What follows belongs to an exercise in optimizing a design on an open flow for small area, a short achievable clock period and few clock cycles; a production flow would make more cautious choices. Function was checked by simulation only, so behaviour that the tests miss may differ from the original. Power and IR drop assume default switching activity.

==> flow/design.v <==
module canopy_fec_rx (
    input  wire         clk,
    input  wire         rst,         
    input  wire         start,
    input  wire [30:0]  seed,
    input  wire         in_valid,
    output wire         in_ready,
    input  wire [13:0]  in_trits,
    output reg          out_valid,
    input  wire         out_ready,
    output reg  [9:0]   out_sym,
    output reg          out_era,     
    output reg          out_last,    
    output wire [159:0] out_synd,    
    output reg  [9:0]   out_nera     
);
    wire clr = rst | start;
    reg [13:0] ir_t;
    reg        ir_v;
    reg        rdy;
    assign in_ready = rdy;
    wire       ir_free;              
    always @(posedge clk) begin
        if (ir_free)
            ir_t <= in_trits;
        ir_v <= ~clr & (in_valid | ~rdy);
    end
    wire dc_1 = ir_t[0] ^ ir_t[2] ^ ir_t[4];
    wire dc_2 = (ir_t[0] & ir_t[2]) | (ir_t[0] & ir_t[4]) | (ir_t[2] & ir_t[4]);
    wire dc_3 = ir_t[6] ^ ir_t[8] ^ ir_t[10];
    wire dc_4 = (ir_t[6] & ir_t[8]) | (ir_t[6] & ir_t[10]) | (ir_t[8] & ir_t[10]);
    wire dc_5 = ir_t[1] ^ (ir_t[2] | ir_t[3]) ^ ir_t[5];
    wire dc_6 = (ir_t[1] & (ir_t[2] | ir_t[3])) | (ir_t[1] & ir_t[5]) | ((ir_t[2] | ir_t[3]) & ir_t[5]);
    wire dc_7 = (ir_t[6] | ir_t[7]) ^ ir_t[9] ^ (ir_t[10] | ir_t[11]);
    wire dc_8 = ((ir_t[6] | ir_t[7]) & ir_t[9]) | ((ir_t[6] | ir_t[7]) & (ir_t[10] | ir_t[11])) | (ir_t[9] & (ir_t[10] | ir_t[11]));
    wire dc_9 = ir_t[3] ^ ir_t[7] ^ ir_t[11];
    wire dc_10 = (ir_t[3] & ir_t[7]) | (ir_t[3] & ir_t[11]) | (ir_t[7] & ir_t[11]);
    wire dc_11 = ir_t[4] ^ ir_t[6] ^ ir_t[12];
    wire dc_12 = (ir_t[4] & ir_t[6]) | (ir_t[4] & ir_t[12]) | (ir_t[6] & ir_t[12]);
    wire dc_13 = ir_t[5] ^ (ir_t[6] | ir_t[7]) ^ ir_t[8];
    wire dc_14 = (ir_t[5] & (ir_t[6] | ir_t[7])) | (ir_t[5] & ir_t[8]) | ((ir_t[6] | ir_t[7]) & ir_t[8]);
    wire dc_15 = ir_t[7] ^ ir_t[9] ^ (ir_t[10] | ir_t[11]);
    wire dc_16 = (ir_t[7] & ir_t[9]) | (ir_t[7] & (ir_t[10] | ir_t[11])) | (ir_t[9] & (ir_t[10] | ir_t[11]));
    wire dc_17 = ir_t[8] ^ (ir_t[10] | ir_t[11]) ^ ir_t[12];
    wire dc_18 = (ir_t[8] & (ir_t[10] | ir_t[11])) | (ir_t[8] & ir_t[12]) | ((ir_t[10] | ir_t[11]) & ir_t[12]);
    wire dc_19 = ir_t[9] ^ (ir_t[10] | ir_t[11]) ^ (ir_t[12] | ir_t[13]);
    wire dc_20 = (ir_t[9] & (ir_t[10] | ir_t[11])) | (ir_t[9] & (ir_t[12] | ir_t[13])) | ((ir_t[10] | ir_t[11]) & (ir_t[12] | ir_t[13]));
    wire dc_21 = dc_1 ^ dc_3 ^ ir_t[12];
    wire dc_22 = (dc_1 & dc_3) | (dc_1 & ir_t[12]) | (dc_3 & ir_t[12]);
    wire dc_23 = dc_2 ^ dc_4 ^ dc_5;
    wire dc_24 = (dc_2 & dc_4) | (dc_2 & dc_5) | (dc_4 & dc_5);
    wire dc_25 = dc_6 ^ dc_8 ^ dc_9;
    wire dc_26 = (dc_6 & dc_8) | (dc_6 & dc_9) | (dc_8 & dc_9);
    wire dc_27 = dc_12 ^ dc_13 ^ ir_t[10];
    wire dc_28 = (dc_12 & dc_13) | (dc_12 & ir_t[10]) | (dc_13 & ir_t[10]);
    wire dc_29 = dc_14 ^ dc_15 ^ ir_t[13];
    wire dc_30 = (dc_14 & dc_15) | (dc_14 & ir_t[13]) | (dc_15 & ir_t[13]);
    wire dc_31 = dc_20 ^ ir_t[11] ^ ir_t[13];
    wire dc_32 = (dc_20 & ir_t[11]) | (dc_20 & ir_t[13]) | (ir_t[11] & ir_t[13]);
    wire dc_33 = dc_22 ^ dc_23 ^ dc_7;
    wire dc_34 = (dc_22 & dc_23) | (dc_22 & dc_7) | (dc_23 & dc_7);
    wire dc_35 = dc_26 ^ dc_10 ^ dc_11;
    wire dc_36 = (dc_26 & dc_10) | (dc_26 & dc_11) | (dc_10 & dc_11);
    wire dc_37 = dc_30 ^ dc_16 ^ dc_17;
    wire dc_38 = (dc_30 & dc_16) | (dc_30 & dc_17) | (dc_16 & dc_17);
    wire dc_39 = dc_34 ^ dc_24 ^ dc_25;
    wire dc_40 = (dc_34 & dc_24) | (dc_34 & dc_25) | (dc_24 & dc_25);
    wire dc_41 = dc_36 ^ dc_27 ^ (ir_t[12] | ir_t[13]);
    wire dc_42 = (dc_36 & dc_27) | (dc_36 & (ir_t[12] | ir_t[13])) | (dc_27 & (ir_t[12] | ir_t[13]));
    wire dc_43 = dc_38 ^ dc_18 ^ dc_19;
    wire dc_44 = (dc_38 & dc_18) | (dc_38 & dc_19) | (dc_18 & dc_19);
    wire dc_45 = dc_42 ^ dc_28 ^ dc_29;
    wire dc_46 = (dc_42 & dc_28) | (dc_42 & dc_29) | (dc_28 & dc_29);
    wire [11:0] dc_ra = {1'b0, ir_t[13], dc_32, dc_44, dc_43, dc_46, dc_45, dc_41, dc_40, dc_39, dc_33, dc_21};
    wire [11:0] dc_rb = {1'b0, 1'b0, ir_t[12], dc_31, 1'b0, dc_37, 1'b0, 1'b0, dc_35, 1'b0, ir_t[13], 1'b0};
    wire [11:0] gval = dc_ra + dc_rb;
    wire        g_era  = gval[11];
    wire [10:0] g_bits = g_era ? 11'd0 : gval[10:0];
    reg  [30:0] scr;
    reg  [30:0] scr_next;
    reg  [10:0] key;
    integer b;
    always @(*) begin
        scr_next = scr;
        for (b = 10; b >= 0; b = b - 1) begin
            key[b]   = scr_next[30] ^ scr_next[27];
            scr_next = {scr_next[29:0], key[b]};
        end
    end
    reg [10:0] qd [0:2];
    reg [2:0]  qe;
    reg [2:0]  wp, rp;           
    reg [1:0]  n;                
    reg [3:0]  o;
    wire mv   = ir_v & (n != 2'd3);
    assign ir_free = ~ir_v | (n != 2'd3);
    wire have = n[1] | (n[0] & (o[3:1] == 3'd0));
    wire pop  = have & (~out_valid | out_ready);
    wire drop = pop & (o != 4'd0);
    wire [1:0] n_nx = n + {1'b0, mv} - {1'b0, drop};
    always @(posedge clk) begin
        if (start)
            scr <= seed;
        else if (mv)
            scr <= scr_next;
    end
    integer i;
    always @(posedge clk) begin
        for (i = 0; i < 3; i = i + 1)
            if (mv & wp[i]) begin
                qd[i] <= g_bits ^ key;
                qe[i] <= g_era;
            end
    end
    always @(posedge clk) begin
        if (clr) begin
            n   <= 2'd0;
            o   <= 4'd0;
            wp  <= 3'b001;
            rp  <= 3'b001;
            rdy <= 1'b1;
        end else begin
            n   <= n_nx;
            if (pop)
                o <= (o == 4'd0) ? 4'd10 : o - 4'd1;
            if (mv)
                wp <= {wp[1:0], wp[2]};
            if (drop)
                rp <= {rp[1:0], rp[2]};
            rdy <= ~(in_valid | ~rdy) | (n_nx != 2'd3);
        end
    end
    wire [10:0] qa = ({11{rp[0]}} & qd[0]) | ({11{rp[1]}} & qd[1]) | ({11{rp[2]}} & qd[2]);
    wire [10:0] qb = ({11{rp[2]}} & qd[0]) | ({11{rp[0]}} & qd[1]) | ({11{rp[1]}} & qd[2]);
    wire        ea = |(rp & qe);
    wire        eb = |({rp[1:0], rp[2]} & qe);
    wire [21:0] win    = {qa, qb};
    wire [21:0] win_sh = win << o;
    wire [9:0]  sym     = win_sh[21:12];
    wire        sym_era = ea | (eb & (o >= 4'd2));
    function [9:0] gf_mul(input [9:0] a, input [9:0] c);
        integer k;
        reg [9:0] acc;
        reg [9:0] sh;
        begin
            acc = 10'd0;
            sh  = a;
            for (k = 0; k < 10; k = k + 1) begin
                if (c[k])
                    acc = acc ^ sh;
                sh = {sh[8:0], 1'b0} ^ (sh[9] ? 10'h009 : 10'h000);
            end
            gf_mul = acc;
        end
    endfunction
    function [9:0] alpha_pow(input integer jj);
        integer k;
        reg [9:0] p;
        begin
            p = 10'd1;
            for (k = 0; k < jj; k = k + 1)
                p = gf_mul(p, 10'd2);
            alpha_pow = p;
        end
    endfunction
    localparam [9:0] POS0 = 10'h3ff;
    localparam [9:0] POSL = 10'h15b;
    reg  [9:0] pos;
    wire       is_last = (pos == POSL);
    reg        first;                
    reg [9:0] synd [0:15];
    integer j;
    always @(posedge clk) begin
        if (clr) begin
            pos       <= POS0;
            out_valid <= 1'b0;
            out_last  <= 1'b0;
            first     <= 1'b1;
        end else if (pop) begin
            out_valid <= 1'b1;
            out_last  <= is_last;
            first     <= is_last;
            pos       <= is_last ? POS0 : {pos[8:0], pos[9] ^ pos[6]};
        end else if (out_ready) begin
            out_valid <= 1'b0;
        end
    end
    always @(posedge clk) begin
        if (pop) begin
            out_sym  <= sym;
            out_era  <= sym_era;
            out_nera <= (first ? 10'd0 : out_nera) + {9'd0, sym_era};
            for (j = 0; j < 16; j = j + 1)
                synd[j] <= (first ? 10'd0 : gf_mul(synd[j], alpha_pow(j))) ^ sym;
        end
    end
    genvar g;
    generate
        for (g = 0; g < 16; g = g + 1) begin : g_synd
            assign out_synd[10*g +: 10] = synd[g];
        end
    endgenerate
endmodule
clock: 13.0 ns
lec_check: 0
cap_margin: 20
core_margin: 2
core_utilization: 55
slew_margin: 20
standard.sh (not shown) runs the stock make flow with config.mk's settings and CLKGATE_MAP_FILE= SYNTH_SCRIPT=/design/flow/synth_recipe.tcl, a recipe that flattens the netlist after the stock synthesis.
==> flow/flow/run.sh <==
#!/bin/bash
set -euo pipefail
bash standard.sh "BUFFER_PORTS_ARGS=-buffer_cell sky130_fd_sc_hd__buf_1" SETUP_SLACK_MARGIN=9 finish > standard_flow.log 2>&1
The baseline passed the timing, design-rule and antenna checks.
Testbench counts at the start, summed over its fixed seeds: cycles 52,248.
Edit:
--- a/flow/flow/run.sh
+++ b/flow/flow/run.sh
@@ -1,2 +1,3 @@
 #!/bin/bash
+# Standard ORFS layout, with plain buffers on the ports and repair aiming at more slack.
 set -euo pipefail
Settings changed: CORE_UTILIZATION 55 to 40.
=> Critical path depth goes up by 3. Synthesized area does not change. Routed wire length came out higher by 2.2%. Setup slack degrades by 7.4 ps. Power drops by 1.1%.
Edit:
==> flow/flow/run.sh (replaced) <==
#!/bin/bash
# The standard ORFS layout (the standard.sh: standard synthesis, floorplan,
# placement, CTS, routing), with two changes:
#  - the ports get plain sky130 buf_1 buffers instead of the delay cell that
#    buffer_ports picks by default (every port still gets its buffer);
#  - the resizer's repair_timing aims for 9 ns of setup slack instead of 0, so it
#    also works on paths that already meet the 13 ns clock.
# The SDC (clock period, I/O delays, loads) is the standard flow's, unchanged.
set -euo pipefail
bash standard.sh "BUFFER_PORTS_ARGS=-buffer_cell sky130_fd_sc_hd__buf_1" SETUP_SLACK_MARGIN=9 finish > standard_flow.log 2>&1
After rerunning:
- non-clock buffer count is unchanged
- critical path depth is unchanged
- sequential power stays flat
- area after synthesis is unchanged
- clock skew is unchanged
- hold slack stays the same
- register-to-register slack barely changes
- flip-flop and latch count stays the same
Edit:
==> flow/flow/run.sh (replaced) <==
#!/bin/bash
set -euo pipefail
bash standard.sh "BUFFER_PORTS_ARGS=-buffer_cell sky130_fd_sc_hd__buf_1" SETUP_SLACK_MARGIN=9.6 finish > standard_flow.log 2>&1
Result: Total power climbs by a few percent. Routed wire length goes up by roughly a tenth. Fmax is higher slightly. Utilization grows by 6.8 points. Hold slack is about the same. Final area rose by about a fifth.
Edit:
==> flow/flow/run.sh (replaced) <==
#!/bin/bash
# Standard ORFS layout, with plain buffers on the ports.
set -euo pipefail
bash standard.sh "BUFFER_PORTS_ARGS=-buffer_cell sky130_fd_sc_hd__buf_1" finish > standard_flow.log 2>&1
Result: The changed run passed the timing, design-rule and antenna checks; register-to-register slack gets worse by 620 ps; setup slack gets worse by 860 ps; total power came out lower by 3.4%; wire length came out lower by 8.7%; utilization came out lower by 7.4 points.

* * *

yarrow:
Another version of the RTL of canopy_fec_rx (not shown whole).
For scale: ~300 flip-flops, roughly 15000 µm² of cells after synthesis.
Design canopy_fec_rx, start of the top module:
module canopy_fec_rx (
    input  wire         clk,
    input  wire         rst,         
    input  wire         start,
    input  wire [30:0]  seed,
    input  wire         in_valid,
    output wire         in_ready,
    input  wire [13:0]  in_trits,
    output reg          out_valid,
    input  wire         out_ready,
    output reg  [9:0]   out_sym,
    output reg          out_era,     
    output reg          out_last,    
    output wire [159:0] out_synd,    
    output reg  [9:0]   out_nera     
);
    wire clr = rst | start;
    reg [13:0] ir_t;
    reg        ir_e;                 
    reg        ir_v;
    reg        rdy;
    assign in_ready = rdy;
    wire       ir_free;              
    wire [1:0] it6 = in_trits[13:12], it5 = in_trits[11:10], it4 = in_trits[9:8];
    wire [1:0] it3 = in_trits[7:6],   it2 = in_trits[5:4],   it1 = in_trits[3:2];
    wire [1:0] it0 = in_trits[1:0];
    wire in_era = it6[1] & it5[1] & (it4[1] | (it4[0] & ((it3 != 2'd0) | (it2[1] & (it1[1] | (it1[0] & it0[1]))))));
    always @(posedge clk) begin
        if (ir_free) begin
            ir_t <= in_trits;
            ir_e <= in_era;
        end
        ir_v <= ~clr & (in_valid | ~rdy);
    end
    wire dc_1 = ir_t[0] ^ ir_t[2] ^ ir_t[4];
    wire dc_2 = (ir_t[0] & ir_t[2]) | (ir_t[0] & ir_t[4]) | (ir_t[2] & ir_t[4]);
    wire dc_3 = ir_t[6] ^ ir_t[8] ^ ir_t[10];
    wire dc_4 = (ir_t[6] & ir_t[8]) | (ir_t[6] & ir_t[10]) | (ir_t[8] & ir_t[10]);
    wire dc_5 = ir_t[1] ^ (ir_t[2] | ir_t[3]) ^ ir_t[5];
    wire dc_6 = (ir_t[1] & (ir_t[2] | ir_t[3])) | (ir_t[1] & ir_t[5]) | ((ir_t[2] | ir_t[3]) & ir_t[5]);
    wire dc_7 = (ir_t[6] | ir_t[7]) ^ ir_t[9] ^ (ir_t[10] | ir_t[11]);
    wire dc_8 = ((ir_t[6] | ir_t[7]) & ir_t[9]) | ((ir_t[6] | ir_t[7]) & (ir_t[10] | ir_t[11])) | (ir_t[9] & (ir_t[10] | ir_t[11]));
    wire dc_9 = ir_t[3] ^ ir_t[7] ^ ir_t[11];
    wire dc_10 = (ir_t[3] & ir_t[7]) | (ir_t[3] & ir_t[11]) | (ir_t[7] & ir_t[11]);
    wire dc_11 = ir_t[4] ^ ir_t[6] ^ ir_t[12];
  ...
export LEC_CHECK = 0
export CAP_MARGIN = 20
export CORE_MARGIN = 2
export CORE_UTILIZATION = 40
export SLEW_MARGIN = 20
create_clock -name core_clock -period 13.0 [get_ports {clk}]
==> flow/flow/run.sh <==
#!/bin/bash
# The standard ORFS layout (the standard.sh: standard synthesis, floorplan,
# placement, CTS, routing), with two changes:
#  - the ports get plain sky130 buf_1 buffers instead of the delay cell that
#    buffer_ports picks by default (every port still gets its buffer);
#  - the resizer's repair_timing aims for 9 ns of setup slack instead of 0, so it
#    also works on paths that already meet the 13 ns clock.
# The SDC (clock period, I/O delays, loads) is the standard flow's, unchanged.
set -euo pipefail
bash standard.sh "BUFFER_PORTS_ARGS=-buffer_cell sky130_fd_sc_hd__buf_1" SETUP_SLACK_MARGIN=8.75 finish > standard_flow.log 2>&1
yarrow completed; timing, DRC and antenna clean
Testbench counts of yarrow, summed over its fixed seeds: cycles 52,248.
The following lists how indigo was set up differently from yarrow:
-- flow/flow/run.sh --
<<< yarrow, line 8
# The SDC (clock period, I/O delays, loads) is the standard flow's, unchanged.
set -euo pipefail
bash standard.sh "BUFFER_PORTS_ARGS=-buffer_cell sky130_fd_sc_hd__buf_1" SETUP_SLACK_MARGIN=8.75 finish > standard_flow.log 2>&1
>>> indigo, line 8
# The SDC (clock period, I/O delays, loads) is the standard flow's, unchanged.
set -euo pipefail
bash standard.sh "BUFFER_PORTS_ARGS=-buffer_cell sky130_fd_sc_hd__buf_1" SETUP_SLACK_MARGIN=9.1 finish > standard_flow.log 2>&1
-- flow/config.mk --
<<< yarrow, line 9
export CORE_MARGIN = 2
export CORE_UTILIZATION = 40
export SLEW_MARGIN = 20
>>> indigo, line 9
export CORE_MARGIN = 2
export CORE_UTILIZATION = 40
export CTS_BUF_LIST = sky130_fd_sc_hd__clkbuf_16
export CTS_CLUSTER_DIAMETER = 100
export CTS_CLUSTER_SIZE = 25
export SLEW_MARGIN = 20
Notes after the runs:
Peak ir drop on the vdd network: indigo vs yarrow up about 19%
yarrow has lower critical path depth than indigo.
Diff yarrow and indigo: fraction of the cycle the final worst path needs lower in indigo
Relative to yarrow, indigo degrades wire length after detailed routing.
Relative to yarrow, the power density over the cells measured on indigo has decreased by more than 10%.
Looking at yarrow and indigo, the number of standard-cell rows in the floorplan is a wash.
Diff yarrow -> indigo: cell area after placement stayed essentially flat, highest clock rate rose by 11 MHz, clock-pin slew of the registers on the worst-case setup and hold paths rose by 30 ps, power fell by about 14%.
Diff yarrow and indigo: proportion of cell area spent on the clock network higher in yarrow
Of the two values seen for origin of the worst setup path, start was produced by yarrow and ir_t[3] by indigo.
## Diff of input files: pepper against indigo
-- flow/flow/run.sh --
<<< indigo, line 8
# The SDC (clock period, I/O delays, loads) is the standard flow's, unchanged.
set -euo pipefail
bash standard.sh "BUFFER_PORTS_ARGS=-buffer_cell sky130_fd_sc_hd__buf_1" SETUP_SLACK_MARGIN=9.1 finish > standard_flow.log 2>&1
>>> pepper, line 8
# The SDC (clock period, I/O delays, loads) is the standard flow's, unchanged.
set -euo pipefail
bash standard.sh "BUFFER_PORTS_ARGS=-buffer_cell sky130_fd_sc_hd__buf_1" SETUP_SLACK_MARGIN=9 finish > standard_flow.log 2>&1
-- flow/config.mk --
<<< indigo, line 8
export CAP_MARGIN = 20
export CORE_MARGIN = 2
export CORE_UTILIZATION = 40
export CTS_BUF_LIST = sky130_fd_sc_hd__clkbuf_16
export CTS_CLUSTER_DIAMETER = 100
>>> pepper, line 8
export CAP_MARGIN = 20
export CORE_MARGIN = 2
export CORE_UTILIZATION = 60
export CTS_BUF_LIST = sky130_fd_sc_hd__clkbuf_16
export CTS_CLUSTER_DIAMETER = 100
--- outcome ---
[compare] base=indigo new=pepper: slew at the pin with the worst max-slew slack has increased; hold path depth has decreased.
Post-route total power: pepper < indigo
Sort indigo and pepper by final standard cell area without fillers asc -> top: pepper
Re sum of routed wire segments on met1: indigo and pepper aren't equal, and the higher value belongs to indigo.
diff inputs: pepper => tundra
-- flow/config.mk --
<<< pepper, line 8
export CAP_MARGIN = 20
export CORE_MARGIN = 2
export CORE_UTILIZATION = 60
export CTS_BUF_LIST = sky130_fd_sc_hd__clkbuf_16
export CTS_CLUSTER_DIAMETER = 100
export CTS_CLUSTER_SIZE = 25
export SLEW_MARGIN = 20
>>> tundra, line 8
export CAP_MARGIN = 20
export CORE_MARGIN = 2
export CORE_UTILIZATION = 40
export CTS_BUF_LIST = sky130_fd_sc_hd__clkbuf_4
export CTS_CLUSTER_SIZE = 16
export SLEW_MARGIN = 20
==> comparison <==
- On time the final worst path needs with I/O delays and setup, pepper loses to tundra.
- Net load switching power deteriorates in tundra relative to pepper.
- Critical path depth on tundra is down relative to pepper.
- Of tundra and pepper, the lower maximum frequency from static timing analysis belongs to pepper.
- Compared with pepper, tundra ends up with more cell area.
- Number of detailed-routing iterations run before antenna repair: tundra vs pepper down 3
- In the reports for tundra and pepper, the larger wire length of the first global-routing pass belongs to tundra.
> inputs changed (tundra -> quartz)
-- flow/config.mk --
<<< tundra, line 9
export CORE_MARGIN = 2
export CORE_UTILIZATION = 40
export CTS_BUF_LIST = sky130_fd_sc_hd__clkbuf_4
export CTS_CLUSTER_SIZE = 16
export SLEW_MARGIN = 20
>>> quartz, line 9
export CORE_MARGIN = 2
export CORE_UTILIZATION = 40
export CTS_BUF_LIST = sky130_fd_sc_hd__clkbuf_8
export CTS_CLUSTER_DIAMETER = 80
export CTS_CLUSTER_SIZE = 16
export SLEW_MARGIN = 20
[summary]
- tundra has a higher routed wire length than quartz.
- When the final numbers for tundra and quartz were put side by side, the required arrival time at the worst endpoint turned out to be greater in quartz.
- Against tundra, quartz comes in 6 higher on critical path depth.
- As far as max-cap violation count goes, tundra and quartz are indistinguishable; the numbers are identical.
- edfxtp_1 as the slowest library cell on the worst path was reported by tundra, and buf_8 by quartz.
- Against tundra as the reference, quartz delivers a higher shortest clock period the worst path allows after layout.
- Comparing tundra and quartz, the higher number of buffers inserted during clock tree synthesis was measured on tundra.
- Worst clock skew: quartz vs tundra down 18 ps
- Diff tundra -> quartz: hold slack climbed 14 ps, end-of-flow core utilization dropped 4.6 points.
The following lists how zinc was set up differently from quartz:
==> flow/flow/run.sh <==
#!/bin/bash
# The standard ORFS layout (the standard.sh: standard synthesis, floorplan,
# placement, CTS, routing), with two changes:
#  - the ports get plain sky130 buf_1 buffers instead of the delay cell that
#    buffer_ports picks by default (every port still gets its buffer);
#  - the resizer's repair_timing aims for 9.1 ns of setup slack instead of 0, so it
#    also works on paths that already meet the 13 ns clock.
# The SDC (clock period, I/O delays, loads) is the standard flow's, unchanged.
set -euo pipefail
bash standard.sh "BUFFER_PORTS_ARGS=-buffer_cell sky130_fd_sc_hd__buf_1" SETUP_SLACK_MARGIN=9.1 finish > standard_flow.log 2>&1
-- flow/config.mk --
<<< quartz, line 9
export CORE_MARGIN = 2
export CORE_UTILIZATION = 40
export CTS_BUF_LIST = sky130_fd_sc_hd__clkbuf_8
export CTS_CLUSTER_DIAMETER = 80
export CTS_CLUSTER_SIZE = 16
export SLEW_MARGIN = 20
>>> zinc, line 9
export CORE_MARGIN = 2
export CORE_UTILIZATION = 40
export CTS_BUF_LIST = sky130_fd_sc_hd__clkbuf_16
export CTS_CLUSTER_DIAMETER = 100
export CTS_CLUSTER_SIZE = 25
export SLEW_MARGIN = 20
==> comparison <==
~same area taken by multi-input logic gates in zinc and quartz. Looking at zinc and quartz, the area growth from synthesis to final layout is a wash. zinc ended up with fa_2 as its slowest library cell on the worst path; quartz ended up with buf_8. The worst slack at placement of zinc and that of quartz are within noise of each other. Global routing usage on met1: zinc > quartz. Relative to quartz, filler cell count in the final layout has gone up in zinc. Any difference in overall power of the completed layout between quartz and zinc is small enough to ignore. zinc vs quartz: clock power up in zinc.

## static timing again, ports no longer ideal
The results above use ideal ports. As a check the final layouts listed here were re-extracted and re-timed, cells and wires unchanged. Step 1, drivers: a clkbuf_16 drives clk and a buf_2 each remaining input, both assumed. Step 2 also shifts input and output timing later by t, the mid clock arrival at the registers, as if the neighbouring blocks saw the same clock. Three values: ideal ports, drivers, drivers and shift; two values: the first two.
| run | t, ns | slack for setup (ns) | worst setup path at the end | latest minus earliest clock arrival (ns) |
|---|---|---|---|---|
| the first run of note 1 | 0.554 | 9.040 / 9.040 / 8.591 | input to register | 0.016 / 0.017 |
| the second run of note 1 | 0.569 | 9.033 / 9.033 / 8.534 | input to register | 0.011 / 0.011 |
| the third run of note 1 | 0.569 | 9.033 / 9.033 / 8.534 | input to register | 0.011 / 0.011 |
| the fourth run of note 1 | 0.575 | 9.099 / 9.099 / 8.819 | input to register | 0.019 / 0.019 |
| the fifth run of note 1 | 0.581 | 8.234 / 8.265 / 7.684 | input to register | 0.013 / 0.014 |
| yarrow | 0.577 | 8.971 / 8.980 / 8.422 | input to register | 0.025 / 0.025 |
| indigo | 0.564 | 9.140 / 9.096 / 8.618 | input to register | 0.032 / 0.033 |
| pepper | 0.546 | 9.028 / 9.028 / 8.633 | input to register | 0.021 / 0.021 |
| tundra | 0.756 | 9.072 / 9.028 / 8.343 | input to register | 0.075 / 0.075 |
| quartz | 0.633 | 9.052 / 9.036 / 8.440 | input to register | 0.056 / 0.057 |
| zinc | 0.564 | 9.140 / 9.096 / 8.618 | input to register | 0.032 / 0.033 |
After both steps every run listed still meets setup and hold. For tundra, which loses most, drivers alone change the setup slack by -0.044 ns; drivers and shift together by -0.729 ns.
